Background: an optimization exercise with open tools, aiming at small area. Do not read the settings as production practice.
The RTL was checked by simulation tests, not by an equivalence proof against the original design.
The clock input has no modelled driver; a real chip could not lean on it and would need a root buffer or a full tree.
Power and IR drop assume default switching activity.

// vgx_rxcheck
module vgx_rxcheck (
    input             clk,
    input             rst,           
    input             rx_valid,      
    input      [2:0]  rx_kind,       
    input      [7:0]  rx_data,       
    output reg        v_valid,       
    output     [2:0]  v_code,        
    output     [7:0]  v_type,
    output            v_src,
    output            v_pos,
    output     [7:0]  v_prod,
    output     [7:0]  v_dst,
    output     [4:0]  v_ring,
    output     [9:0]  v_slot,
    output     [15:0] v_epoch,
    output     [31:0] v_seq,
    output     [15:0] v_len,
    output            v_loop,
    output     [6:0]  v_hops,
    output     [31:0] v_crc          
);
    localparam [2:0] V_GOOD = 3'd0, V_RBERR = 3'd1, V_TYPE = 3'd2, V_CRC = 3'd3, V_EFRAME = 3'd4;
    reg        in_frame;
    reg        v_ef;             
    reg [2:0]  s;                
    reg [15:0] c;                
    reg [31:0] crc;              
    reg        rberr;            
    reg        hbad;             
    reg        crcbad;           
    reg [2:0]  h_type;
    reg [1:0]  h_b1;
    reg [7:0]  h_prod;
    reg [6:0]  h_dst;
    reg [7:0]  h_b4;
    reg [4:0]  h_ring;
    reg [1:0]  h_slot_hi;
    reg [15:0] h_epoch;
    reg [31:0] h_seq;
    reg [15:0] h_len;
    reg [7:0]  h_b14;
    function [31:0] crc_tab(input [7:0] d);
        integer i;
  ...
For scale: ~550 cells after synthesis, ~160 flip-flops.
export LEC_CHECK = 0
export CAP_MARGIN = 0
export CORE_MARGIN = 2
export CORE_UTILIZATION = 70
export GPL_TIMING_DRIVEN = 0
export PLACE_DENSITY = 0.75
export SLEW_MARGIN = 0
create_clock -name core_clock -period 5.0 [get_ports {clk}]
standard.sh (not shown) runs the stock make flow with config.mk's settings and CLKGATE_MAP_FILE= SYNTH_SCRIPT=/design/flow/synth_recipe.tcl, a recipe that flattens the netlist after the stock synthesis.
==> flow/flow/run.sh <==
#!/bin/bash
# The standard layout (standard.sh) with these changes:
#  - synthesis maps the logic with an area-oriented ABC script (flow/area.abc)
#    instead of ORFS's speed script; everything else in the synthesis,
#    including the flip-flop mapping, is the standard flow's own synth_recipe.tcl;
#  - every port gets a buffer as usual, but of the smallest buffer cell;
#  - the clock tree is built by flow/manual_cts.tcl: the clock port drives
#    one root buffer, which drives a few large leaf buffers, each at the
#    centre of an equal share of the flip-flops.
# Each tool's output goes to the ORFS logs under orfs/logs; make's to standard.log.
set -euo pipefail
here=$(pwd)
{
  cat <<TCL
# Area-oriented mapping: swap the script of ORFS's combinational ABC call.
proc abc {args} {
  set i [lsearch -exact \$args -script]
  if {\$i >= 0 && [string match *abc_speed.script [lindex \$args [expr {\$i+1}]]]} {
    lset args [expr {\$i+1}] $here/flow/area.abc
  }
  yosys abc {*}\$args
}
TCL
  cat synth_recipe.tcl
} > my_synth.tcl
sed "s#SYNTH_SCRIPT=[^ ]*#SYNTH_SCRIPT=$here/my_synth.tcl#" standard.sh > my_standard.sh
export REMOVE_ABC_BUFFERS=1
export SKIP_REPAIR_TIE_FANOUT=1
export BUFFER_PORTS_ARGS="-buffer_cell sky130_fd_sc_hd__buf_1"
export PRE_RESIZE_TCL=$here/flow/fanout.tcl
export FANOUT_LIMIT=30
export FANOUT_BUF=sky130_fd_sc_hd__buf_4
export PRE_CTS_TCL=$here/flow/manual_cts.tcl
export MCTS_NLEAF=${MCTS_NLEAF:-5}
export MCTS_LEAF=sky130_fd_sc_hd__buf_16
export MCTS_ROOT=sky130_fd_sc_hd__clkbuf_2
bash my_standard.sh > standard.log 2>&1
==> flow/flow/area.abc <==
&get -n
&st
&dc2
&put
&get -n
&st
&dch -f
&nf -a -p -R 1000
&put
mfs3 -ae
&get -n
&st
&dch -f
&nf -a -p -R 1000
&put
mfs3 -ae
&get -n
&st
&dch -f
&nf -a -p -R 1000
&put
mfs3 -ae
==> flow/flow/fanout.tcl <==
# Before ORFS's repair_design: give each signal net with many loads one
# buffer, instead of the tree of buffers repair_design would build for it.
foreach net [[ord::get_db_block] getNets] {
  if {[$net getSigType] ne "SIGNAL"} { continue }
  set loads 0
  set drvr 0
  foreach it [$net getITerms] {
    if {[[$it getMTerm] getSigType] eq "CLOCK"} { set drvr -1; break }
    if {[$it isInputSignal]} { incr loads } elseif {[$it isOutputSignal]} { incr drvr }
  }
  if {$drvr == 1 && $loads > $::env(FANOUT_LIMIT)} {
    puts "fanout.tcl: [$net getName] has $loads loads; one $::env(FANOUT_BUF)"
    insert_buffer -buffer_cell $::env(FANOUT_BUF) -net [$net getName]
  }
}
==> flow/flow/manual_cts.tcl <==
proc mcts_split {items n} {
  # items: list of {x y iterm}; returns n groups of about equal size
  if {$n <= 1} { return [list $items] }
  set xs [lmap it $items {lindex $it 0}]
  set ys [lmap it $items {lindex $it 1}]
  set dx [expr {[tcl::mathfunc::max {*}$xs] - [tcl::mathfunc::min {*}$xs]}]
  set dy [expr {[tcl::mathfunc::max {*}$ys] - [tcl::mathfunc::min {*}$ys]}]
  set k [expr {$dx >= $dy ? 0 : 1}]
  set sorted [lsort -integer -index $k $items]
  set n1 [expr {$n / 2}]
  set cut [expr {int(round(double([llength $items]) * $n1 / $n))}]
  return [concat [mcts_split [lrange $sorted 0 [expr {$cut-1}]] $n1] \
                 [mcts_split [lrange $sorted $cut end] [expr {$n - $n1}]]]
}

proc manual_clock_tree {nleaf leafcell {rootcell {}}} {
  set db [ord::get_db]
  set block [ord::get_db_block]
  set clknet [[$block findBTerm clk] getNet]
  $clknet setSigType CLOCK
  set items {}
  foreach it [$clknet getITerms] {
    set inst [$it getInst]
    set bb [$inst getBBox]
    lappend items [list [expr {([$bb xMin]+[$bb xMax])/2}] [expr {([$bb yMin]+[$bb yMax])/2}] $it]
  }
  set master [$db findMaster $leafcell]
  set drv $clknet
  if {$rootcell ne {}} {
    set rm [$db findMaster $rootcell]
    set sx 0; set sy 0
    foreach g $items { incr sx [lindex $g 0]; incr sy [lindex $g 1] }
    set root [odb::dbInst_create $block $rm "clkbuf_root"]
    set drv [odb::dbNet_create $block "clknet_root"]
    $drv setSigType CLOCK
    [$root findITerm A] connect $clknet
    [$root findITerm X] connect $drv
    $root setLocation [expr {$sx / [llength $items] - [$rm getWidth]/2}] [expr {$sy / [llength $items]}]
    $root setPlacementStatus PLACED
  }
  set i 0
  foreach grp [mcts_split $items $nleaf] {
    set sx 0; set sy 0
    foreach g $grp { incr sx [lindex $g 0]; incr sy [lindex $g 1] }
    set cx [expr {$sx / [llength $grp]}]; set cy [expr {$sy / [llength $grp]}]
    set buf [odb::dbInst_create $block $master "clkbuf_leaf_$i"]
    set net [odb::dbNet_create $block "clknet_leaf_$i"]
    $net setSigType CLOCK
    foreach g $grp { set it [lindex $g 2]; $it disconnect; $it connect $net }
    [$buf findITerm A] connect $drv
    [$buf findITerm X] connect $net
    $buf setLocation [expr {$cx - [$master getWidth]/2}] $cy
    $buf setPlacementStatus PLACED
    puts "manual_clock_tree: $leafcell clkbuf_leaf_$i drives [llength $grp] flip-flops at ($cx, $cy)"
    incr i
  }
  set_propagated_clock [all_clocks]
}

# ORFS's cts.tcl calls clock_tree_synthesis; build the tree above instead.
proc clock_tree_synthesis {args} {
  manual_clock_tree $::env(MCTS_NLEAF) $::env(MCTS_LEAF) $::env(MCTS_ROOT)
}
==> next run, changes <==
--- a/flow/flow/run.sh
+++ b/flow/flow/run.sh
@@ -26,11 +26,6 @@
 sed "s#SYNTH_SCRIPT=[^ ]*#SYNTH_SCRIPT=$here/my_synth.tcl#" standard.sh > my_standard.sh
-export REMOVE_ABC_BUFFERS=1
-export SKIP_REPAIR_TIE_FANOUT=1
 export BUFFER_PORTS_ARGS="-buffer_cell sky130_fd_sc_hd__buf_1"
-export PRE_RESIZE_TCL=$here/flow/fanout.tcl
-export FANOUT_LIMIT=30
-export FANOUT_BUF=sky130_fd_sc_hd__buf_4
 export PRE_CTS_TCL=$here/flow/manual_cts.tcl
-export MCTS_NLEAF=${MCTS_NLEAF:-5}
-export MCTS_LEAF=sky130_fd_sc_hd__buf_16
+export MCTS_NLEAF=${MCTS_NLEAF:-6}
+export MCTS_LEAF=sky130_fd_sc_hd__buf_12
 export MCTS_ROOT=sky130_fd_sc_hd__clkbuf_2
==> flow/flow/area.abc (replaced) <==
&get -n
&st
&dch -f
&nf -a -p -R 1000
&put
removed: flow/flow/fanout.tcl
Outcome:
- The new run passed the timing, design-rule and antenna checks
- via count went up by 1.6%
- sequential share of layout area went down by 1.3 points
- worst setup slack degrades by 13 ps
- flip-flop and latch count is unchanged
- power went up by 10%
==> next run, changes <==
--- a/flow/config.mk
+++ b/flow/config.mk
@@ -10,3 +10,2 @@
 export CORE_UTILIZATION = 70
-export GPL_TIMING_DRIVEN = 0
 export PLACE_DENSITY = 0.75
After rerunning: Utilization climbs by 0.35 points. Via count came out higher by 1.8%. Setup slack gains 35 ps. Wire length goes up by 3.6%.
==> next run, changes <==
--- a/flow/flow/run.sh
+++ b/flow/flow/run.sh
@@ -29,4 +29,4 @@
 export MCTS_NLEAF=${MCTS_NLEAF:-6}
-export MCTS_LEAF=sky130_fd_sc_hd__buf_12
-export MCTS_ROOT=sky130_fd_sc_hd__clkbuf_2
+export MCTS_LEAF=sky130_fd_sc_hd__clkbuf_16
+export MCTS_ROOT=sky130_fd_sc_hd__clkbuf_4
 bash my_standard.sh > standard.log 2>&1
--- a/flow/config.mk
+++ b/flow/config.mk
@@ -7,6 +7,5 @@
 export LEC_CHECK = 0
-export CAP_MARGIN = 0
+export CAP_MARGIN = 20
 export CORE_MARGIN = 2
-export CORE_UTILIZATION = 70
-export PLACE_DENSITY = 0.75
-export SLEW_MARGIN = 0
+export CORE_UTILIZATION = 60
+export SLEW_MARGIN = 20
The new run completed without violations.
Core utilization came out lower by 11 points.
Die area rises by 16%.
Power decreases by 1.5%.
Hold slack is worse by 8.1 ps.
Global-route usage came out lower by 5.7 points.
Via count is lower by 3.4%.
Combinational power decreases by about 4%.
==> next run, changes <==
--- a/flow/config.mk
+++ b/flow/config.mk
@@ -10,2 +10,3 @@
 export CORE_UTILIZATION = 60
+export GPL_TIMING_DRIVEN = 0
 export SLEW_MARGIN = 20
The changed run finished with timing, DRC and antenna clean.
Hold slack gains 3.1 ps.
Cell count is about the same.
Combinational power is about the same.
Total power went down by 0.32%.
==> next run, changes <==
--- a/flow/flow/run.sh
+++ b/flow/flow/run.sh
@@ -26,2 +26,4 @@
 sed "s#SYNTH_SCRIPT=[^ ]*#SYNTH_SCRIPT=$here/my_synth.tcl#" standard.sh > my_standard.sh
+export REMOVE_ABC_BUFFERS=1
+export SKIP_REPAIR_TIE_FANOUT=1
 export BUFFER_PORTS_ARGS="-buffer_cell sky130_fd_sc_hd__buf_1"
@@ -29,4 +31,4 @@
 export MCTS_NLEAF=${MCTS_NLEAF:-6}
-export MCTS_LEAF=sky130_fd_sc_hd__clkbuf_16
-export MCTS_ROOT=sky130_fd_sc_hd__clkbuf_4
+export MCTS_LEAF=sky130_fd_sc_hd__buf_12
+export MCTS_ROOT=sky130_fd_sc_hd__clkbuf_2
 bash my_standard.sh > standard.log 2>&1
==> flow/flow/area.abc (replaced) <==
&get -n
&st
&dc2
&put
&get -n
&st
&dch -f
&nf -a -p -R 1000
&put
mfs3 -ae
&get -n
&st
&dch -f
&nf -a -p -R 1000
&put
mfs3 -ae
&get -n
&st
&dch -f
&nf -a -p -R 1000
&put
mfs3 -ae
--- a/flow/config.mk
+++ b/flow/config.mk
@@ -7,6 +7,7 @@
 export LEC_CHECK = 0
-export CAP_MARGIN = 20
+export CAP_MARGIN = 0
 export CORE_MARGIN = 2
-export CORE_UTILIZATION = 60
+export CORE_UTILIZATION = 70
 export GPL_TIMING_DRIVEN = 0
-export SLEW_MARGIN = 20
+export PLACE_DENSITY = 0.75
+export SLEW_MARGIN = 0
Result: The changed run produced a clean layout. Die area goes down by 15%. Final area goes down by 2.9%. Synthesized area goes down by 1.8%. Global-route usage goes up by 4.2 points. Routed wire length goes down by 1.8%.
In every run of this note, the design's own scripts or RTL, not TritonCTS, make the clock network.

-- re-timing with driven ports --
The results above use ideal ports. As a check the final layouts listed here were re-extracted and re-timed, cells and wires unchanged. Step 1: set_driving_cell puts a clkbuf_16 on clk and a buf_2 on each other input, an assumption about the parent block. Step 2 adds t to the input delays and takes it off the output delays; t is the mean of the earliest and latest rising clock arrival at the registers after step 1. Input paths then give back, and output paths get back, about the clock's delay inside the block. Slacks: ideal ports / drivers / drivers and shift; pairs: ideal ports / drivers.
run	t, ns	slack for setup (ns)	clock arrival spread, ns
the first run	0.707	0.286 / 0.253 / 0.464	0.009 / 0.010
the second run	0.675	0.274 / 0.241 / 0.706	0.016 / 0.016
the third run	0.665	0.308 / 0.276 / 0.941	0.016 / 0.017
the fourth run	0.545	0.569 / 0.536 / 1.081	0.016 / 0.016
the fifth run	0.543	0.489 / 0.454 / 0.771	0.018 / 0.018
the sixth run	0.654	0.318 / 0.305 / 0.318	0.014 / 0.014
After both steps setup and hold are still met in every run listed.
